This is an optimization exercise on Yosys and OpenROAD, whose aim is small area and a short achievable clock period, not a production implementation. RTL that was checked went through simulation tests only; none was proved equivalent to the original. Power figures rest on the tool's default switching activity, not on a simulated workload.

==> inputs of 08-15 <==
==> flow/design.v <==
module qe_arb (
    input  wire        clk,
    input  wire        rst,
    input  wire [7:0]  req,          
    input  wire [31:0] req_len,      
    input  wire        deadline,     
    input  wire        prio_we,      
    input  wire [23:0] prio_wdata,
    output wire [23:0] prio,         
    output wire [7:0]  gnt,          
    output wire [7:0]  aged,         
    output wire        beat_valid,   
    output wire [2:0]  beat_id,      
    output wire        beat_first    
);
    localparam [23:0] PRIO_RESET = {3'd6, 3'd3, 3'd4, 3'd2, 3'd2, 3'd1, 3'd1, 3'd1};
    reg [23:0] prio_r;
    reg [11:0] seq   [0:7];          
    reg [7:0]  aged_r;
    reg [2:0]  last  [0:7];          
    reg [3:0]  bcnt;                 
    reg        bvalid;
    reg        bfirst;
    reg [2:0]  bid;
    assign prio       = prio_r;
    assign aged       = aged_r;
    assign beat_valid = bvalid;
    assign beat_first = bfirst;
    assign beat_id    = bid;
    wire decide = !bvalid || (bcnt == 4'd0);
    reg  [7:0] gt [0:7];             
    reg  [7:0] after;
    reg  [3:0] key [0:7];
    reg  [7:0] beats [0:7];          
    integer i, j;
    always @(*) begin
        for (i = 0; i < 8; i = i + 1)
            for (j = 0; j < 8; j = j + 1)
                gt[i][j] = (j[2:0] > last[i]);
        for (i = 0; i < 8; i = i + 1) begin
            after[i] = gt[prio_r[3*i +: 3]][i];
            key[i]   = {prio_r[3*i +: 3], !after[i]};
        end
        for (i = 0; i < 8; i = i + 1)
            beats[i][i] = 1'b0;
        for (i = 0; i < 8; i = i + 1)
            for (j = i + 1; j < 8; j = j + 1) begin
                beats[j][i] = (key[i] <= key[j]);
                beats[i][j] = !beats[j][i];
            end
    end
    wire [7:0] areq = req & aged_r;
    wire [7:0] cand = (|areq) ? areq : req;
    wire       dl   = deadline && req[4];
    reg  [7:0] win;
    always @(*) begin
        for (i = 0; i < 8; i = i + 1)
            win[i] = cand[i] && !(|(cand & beats[i]));
        if (dl)
            win = 8'b0001_0000;
    end
    assign gnt = decide ? win : 8'd0;
    wire grant = decide && (|req);
    wire [2:0] winner = {|win[7:4], win[7] | win[6] | win[3] | win[2],
                         win[7] | win[5] | win[3] | win[1]};
    reg  [3:0] win_len;
    reg  [7:0] lvl_en;
    always @(*) begin
        win_len = 4'd0;
        lvl_en  = 8'd0;
        for (i = 0; i < 8; i = i + 1)
            if (win[i]) begin
                win_len = win_len | req_len[4*i +: 4];
                lvl_en  = lvl_en | (8'd1 << prio_r[3*i +: 3]);
            end
    end
    integer k;
    always @(posedge clk) begin
        if (rst) begin
            prio_r <= PRIO_RESET;
            bvalid <= 1'b0;
            aged_r <= 8'd0;
            for (k = 0; k < 8; k = k + 1) begin
                seq[k]  <= 12'd0;
                last[k] <= 3'd7;
            end
        end else begin
            if (prio_we)
                prio_r <= prio_wdata;
            for (k = 0; k < 8; k = k + 1) begin
                if (!req[k] || gnt[k]) begin
                    seq[k]    <= 12'd0;
                    aged_r[k] <= 1'b0;
                end else begin
                    seq[k]    <= {seq[k][10:0],
                                  seq[k][11] ^ seq[k][5] ^ seq[k][3] ^ seq[k][0] ^
                                  (seq[k][10:0] == 11'd0)};
                    if (seq[k] == 12'h800)
                        aged_r[k] <= 1'b1;
                end
            end
            if (grant) begin
                for (k = 0; k < 8; k = k + 1)
                    if (lvl_en[k])
                        last[k] <= winner;
                bvalid <= 1'b1;
            end else if (bcnt == 4'd0) begin
                bvalid <= 1'b0;
            end
        end
        if (grant) begin
            bcnt   <= win_len;
            bid    <= winner;
            bfirst <= 1'b1;
        end else begin
            bcnt   <= bcnt - 4'd1;
            bfirst <= 1'b0;
        end
    end
endmodule
==> flow/flow/run.sh <==
#!/bin/bash
# Standard layout, with plain buffers on the ports instead of the delay buffers buffer_ports picks.
set -euo pipefail
bash standard.sh "BUFFER_PORTS_ARGS=-buffer_cell sky130_fd_sc_hd__buf_2" finish > orfs_make.log 2>&1
==> flow/standard.sh <==
#!/bin/bash
# synth_recipe.tcl (not shown) runs the flow's synth.tcl, then flattens the netlist and writes it again
# the make line also repeats each setting of config.mk as NAME=value (left out here)
make -C /OpenROAD-flow-scripts/flow DESIGN_CONFIG=/design/flow/config.mk WORK_HOME=/design/flow/orfs CLKGATE_MAP_FILE= SYNTH_SCRIPT=/design/flow/synth_recipe.tcl "${@:-finish}"
==> flow/config.mk <==
export PLATFORM = sky130hd
export DESIGN_NAME = qe_arb
export DESIGN_NICKNAME = qe_arb
export VERILOG_FILES = /design/flow/design.v
export SDC_FILE = /design/flow/constraint.sdc
export NUM_CORES = 4
export LEC_CHECK = 0
export CAP_MARGIN = 20
export CORE_MARGIN = 2
export CORE_UTILIZATION = 40
export SLEW_MARGIN = 20
==> flow/constraint.sdc <==
create_clock -name core_clock -period 20.0 [get_ports {clk}]
set_input_delay 4.0000 -clock core_clock [delete_from_list [all_inputs] [get_ports {clk}]]
set_output_delay 4.0000 -clock core_clock [all_outputs]
set_load 0.01 [all_outputs]
==> 12-01: changes against 08-15 <==
==> flow/design.v (replaced) <==
module qe_arb_wait (
    input  wire clk,
    input  wire clr,                 
    output reg  aged
);
    localparam [11:0] SEQ_INV = 12'b1010_1010_1010;
    reg  [11:0] seq_q;
    wire [11:0] s    = seq_q ^ SEQ_INV;
    wire        zero = (s[10:0] == 11'd0);
    wire [11:0] nxt  = {s[10:0], s[11] ^ s[5] ^ s[3] ^ s[0] ^ zero};
    always @(posedge clk) begin
        seq_q <= (clr ? 12'd0 : nxt) ^ SEQ_INV;
        aged  <= !clr && (aged || (s[11] && zero));
    end
endmodule
module qe_arb_order (
    input  wire [23:0] prio,
    input  wire [23:0] last,         
    output reg  [63:0] prec
);
    reg  [7:0] after;                
    reg  [3:0] key [0:7];
    reg  [7:0] gt;
    integer i, l;
    function automatic key_le(input [3:0] a, input [3:0] b);
        reg c;
        integer n;
        begin
            c = !a[0] | b[0];
            for (n = 1; n < 4; n = n + 1)
                c = b[n] ? (!a[n] | c) : (!a[n] & c);
            key_le = c;
        end
    endfunction
    always @(*) begin
        for (i = 0; i < 8; i = i + 1) begin
            for (l = 0; l < 8; l = l + 1)
                gt[l] = (i[2:0] > last[3*l +: 3]);
            after[i] = gt[prio[3*i +: 3]];
            key[i]   = {prio[3*i +: 3], !after[i]};
        end
        for (i = 0; i < 8; i = i + 1)
            prec[8*i + i] = 1'b0;
        for (i = 0; i < 8; i = i + 1)
            for (l = i + 1; l < 8; l = l + 1) begin
                prec[8*l + i] = key_le(key[i], key[l]);
                prec[8*i + l] = !prec[8*l + i];
            end
    end
endmodule
module qe_arb_pick (
    input  wire        decide,
    input  wire [7:0]  req,
    input  wire [7:0]  aged,
    input  wire        deadline,
    input  wire [63:0] prec,
    output reg  [7:0]  gnt
);
    wire       dl   = deadline && req[4];
    wire [7:0] areq = req & aged;
    wire [7:0] cand = ((|areq) ? areq : req) & {8{decide && !dl}};
    integer i;
    always @(*) begin
        for (i = 0; i < 8; i = i + 1)
            gnt[i] = cand[i] && !(|(cand & prec[8*i +: 8]));
        gnt[4] = gnt[4] || (decide && dl);
    end
endmodule
module qe_arb (
    input  wire        clk,
    input  wire        rst,
    input  wire [7:0]  req,          
    input  wire [31:0] req_len,      
    input  wire        deadline,     
    input  wire        prio_we,      
    input  wire [23:0] prio_wdata,
    output wire [23:0] prio,         
    output wire [7:0]  gnt,          
    output wire [7:0]  aged,         
    output wire        beat_valid,   
    output wire [2:0]  beat_id,      
    output wire        beat_first    
);
    localparam [23:0] PRIO_RESET = {3'd6, 3'd3, 3'd4, 3'd2, 3'd2, 3'd1, 3'd1, 3'd1};
    reg [23:0] prio_r;
    reg [23:0] last;                 
    reg [3:0]  bcnt;                 
    reg        bvalid;
    reg        bfirst;
    reg [2:0]  bid;
    assign prio       = prio_r;
    assign beat_valid = bvalid;
    assign beat_first = bfirst;
    assign beat_id    = bid;
    wire decide = !bvalid || (bcnt == 4'd0);
    wire [63:0] prec;
    qe_arb_order u_order (.prio(prio_r), .last(last), .prec(prec));
    qe_arb_pick  u_pick  (.decide(decide), .req(req), .aged(aged), .deadline(deadline),
                          .prec(prec), .gnt(gnt));
    wire grant = decide && (|req);
    genvar g;
    generate
        for (g = 0; g < 8; g = g + 1) begin : g_wait
            qe_arb_wait u_wait (.clk(clk), .clr(rst || !req[g] || gnt[g]), .aged(aged[g]));
        end
    endgenerate
    wire [2:0] winner = {|gnt[7:4], gnt[7] | gnt[6] | gnt[3] | gnt[2],
                         gnt[7] | gnt[5] | gnt[3] | gnt[1]};
    reg  [3:0] win_len;
    reg  [2:0] win_prio;
    integer i;
    always @(*) begin
        win_len  = 4'd0;
        win_prio = 3'd0;
        for (i = 0; i < 8; i = i + 1)
            if (gnt[i]) begin
                win_len  = win_len | req_len[4*i +: 4];
                win_prio = win_prio | prio_r[3*i +: 3];
            end
    end
    always @(posedge clk) begin
        if (rst) begin
            prio_r <= PRIO_RESET;
            last   <= {8{3'd7}};
            bvalid <= 1'b0;
        end else begin
            if (prio_we)
                prio_r <= prio_wdata;
            if (grant) begin
                last[3*win_prio +: 3] <= winner;
                bvalid <= 1'b1;
            end else if (bcnt == 4'd0) begin
                bvalid <= 1'b0;
            end
        end
        if (grant) begin
            bcnt   <= win_len;
            bid    <= winner;
            bfirst <= 1'b1;
        end else begin
            bcnt   <= bcnt - 4'd1;
            bfirst <= 1'b0;
        end
    end
endmodule
==> flow/flow/run.sh (replaced) <==
#!/bin/bash
# Layout flow: the standard ORFS flow (standard.sh), with three changes:
#  - synthesis maps the logic with an area-oriented ABC script (flow/abc_area.script);
#    flip-flops are mapped before ABC runs, so the registers are the standard synthesis's;
#  - the ports get plain buffers (buf_1) instead of the delay buffers buffer_ports picks;
#  - timing repair aims for a setup slack of SETUP_SLACK_MARGIN below the clock period.
# Each tool's output goes to the ORFS logs under orfs/logs; make's output to orfs_make.log.
set -euo pipefail
here=$(pwd)
rm -rf "$here/orfs_scripts"
cp -r "$FLOW_HOME/scripts" "$here/orfs_scripts"
pre="$here/orfs_scripts/synth_preamble.tcl"
sed -i 's|^if { \$::env(ABC_AREA) } {|if { [info exists ::env(FLOW_ABC_SCRIPT)] } {\n  set abc_script $::env(FLOW_ABC_SCRIPT)\n} elseif { $::env(ABC_AREA) } {|' "$pre"
grep -q FLOW_ABC_SCRIPT "$pre"
export FLOW_ABC_SCRIPT="$here/flow/abc_area.script"
bash standard.sh "SCRIPTS_DIR=$here/orfs_scripts" \
    "BUFFER_PORTS_ARGS=-buffer_cell sky130_fd_sc_hd__buf_1" \
    "SETUP_SLACK_MARGIN=9.6" finish > orfs_make.log 2>&1
==> flow/flow/abc_area.script (new file) <==
strash
dch
map -a
strash
dch
map -a
topo
- CORE_UTILIZATION: 40 -> 50
- CTS_BUF_LIST: not set -> sky130_fd_sc_hd__clkbuf_4 sky130_fd_sc_hd__clkbuf_8
- CTS_CLUSTER_SIZE: not set -> 30
==> notes <==
Against 08-15, the critical path depth of 12-01 is higher by 6. Of 12-01 and 08-15, 08-15 has the higher via count (gap 19%, measured against 08-15). Against 12-01, the clock skew of 08-15 is higher by 0.0012 ns. 08-15 produced a clean layout. 12-01 completed without violations. Worst setup slack: 12-01 is better than 08-15 (0.70 ns). In 08-15 the synthesized cell count is higher than in 12-01, by about 16%. Of 12-01 and 08-15, 12-01 has the higher combinational power (gap about 25%, measured against 08-15).
==> figures <==
metric                                                                         12-01                    08-15
Met3 track demand over resource in global routing                              7.50%                    6.30%
Fraction of the mapped netlist area in compound gates                          25.9%                    18.0%
Final area over synthesized area                                              1.153x                   1.151x
Met1 Usage GRT                                                                 45.1%                    36.6%
Reg2reg setup slack                                                         13.84 ns                 14.30 ns
Count of plain and timing-repair buffers in the layout                           123                      130
Clock latency at the later pin of the worst-skew pair                        0.47 ns                  0.44 ns
Routed length on met2                                                       10700 um                 16000 um
Delay contributed by the slowest stage of the critical path                  0.31 ns                  0.72 ns
Die height                                                                    127 um                   164 um
Routed via count divided by cell count                                          6.03                     6.20
Result of the run                                            complete, no violations  complete, no violations
Worst path buffer plus inverter count                                              3                        2
No functional check of the RTL was part of 08-15.

==> port drivers added, routing unchanged <==
No port has a modelled driver above. Below, the same layouts with a new extraction and two added sets of constraints. Step 1 sets driving cells, clkbuf_16 on the clock port and buf_2 on the other inputs (assumed; they add their load-dependent delay and slew). Step 2 moves the port delays by t, midway between the first and last clock arrival at a register: inputs arrive t later, outputs are due t later. That takes back most of the time a late clock gives input paths. a / b / c = no drivers / after step 1 / after step 2; a / b = the first two.
run	shift t [ns]	setup slack, ns	worst setup path at the end	worst slew at a driven data input, ns
08-15	0.482	9.013 / 8.993 / 8.993	input to output	0.05
12-01	0.502	9.713 / 9.691 / 9.691	input to output	0.04
After both steps every run listed still meets setup and hold. For 12-01, which loses most, drivers alone change the setup slack by -0.022 ns; drivers and shift together by -0.022 ns.
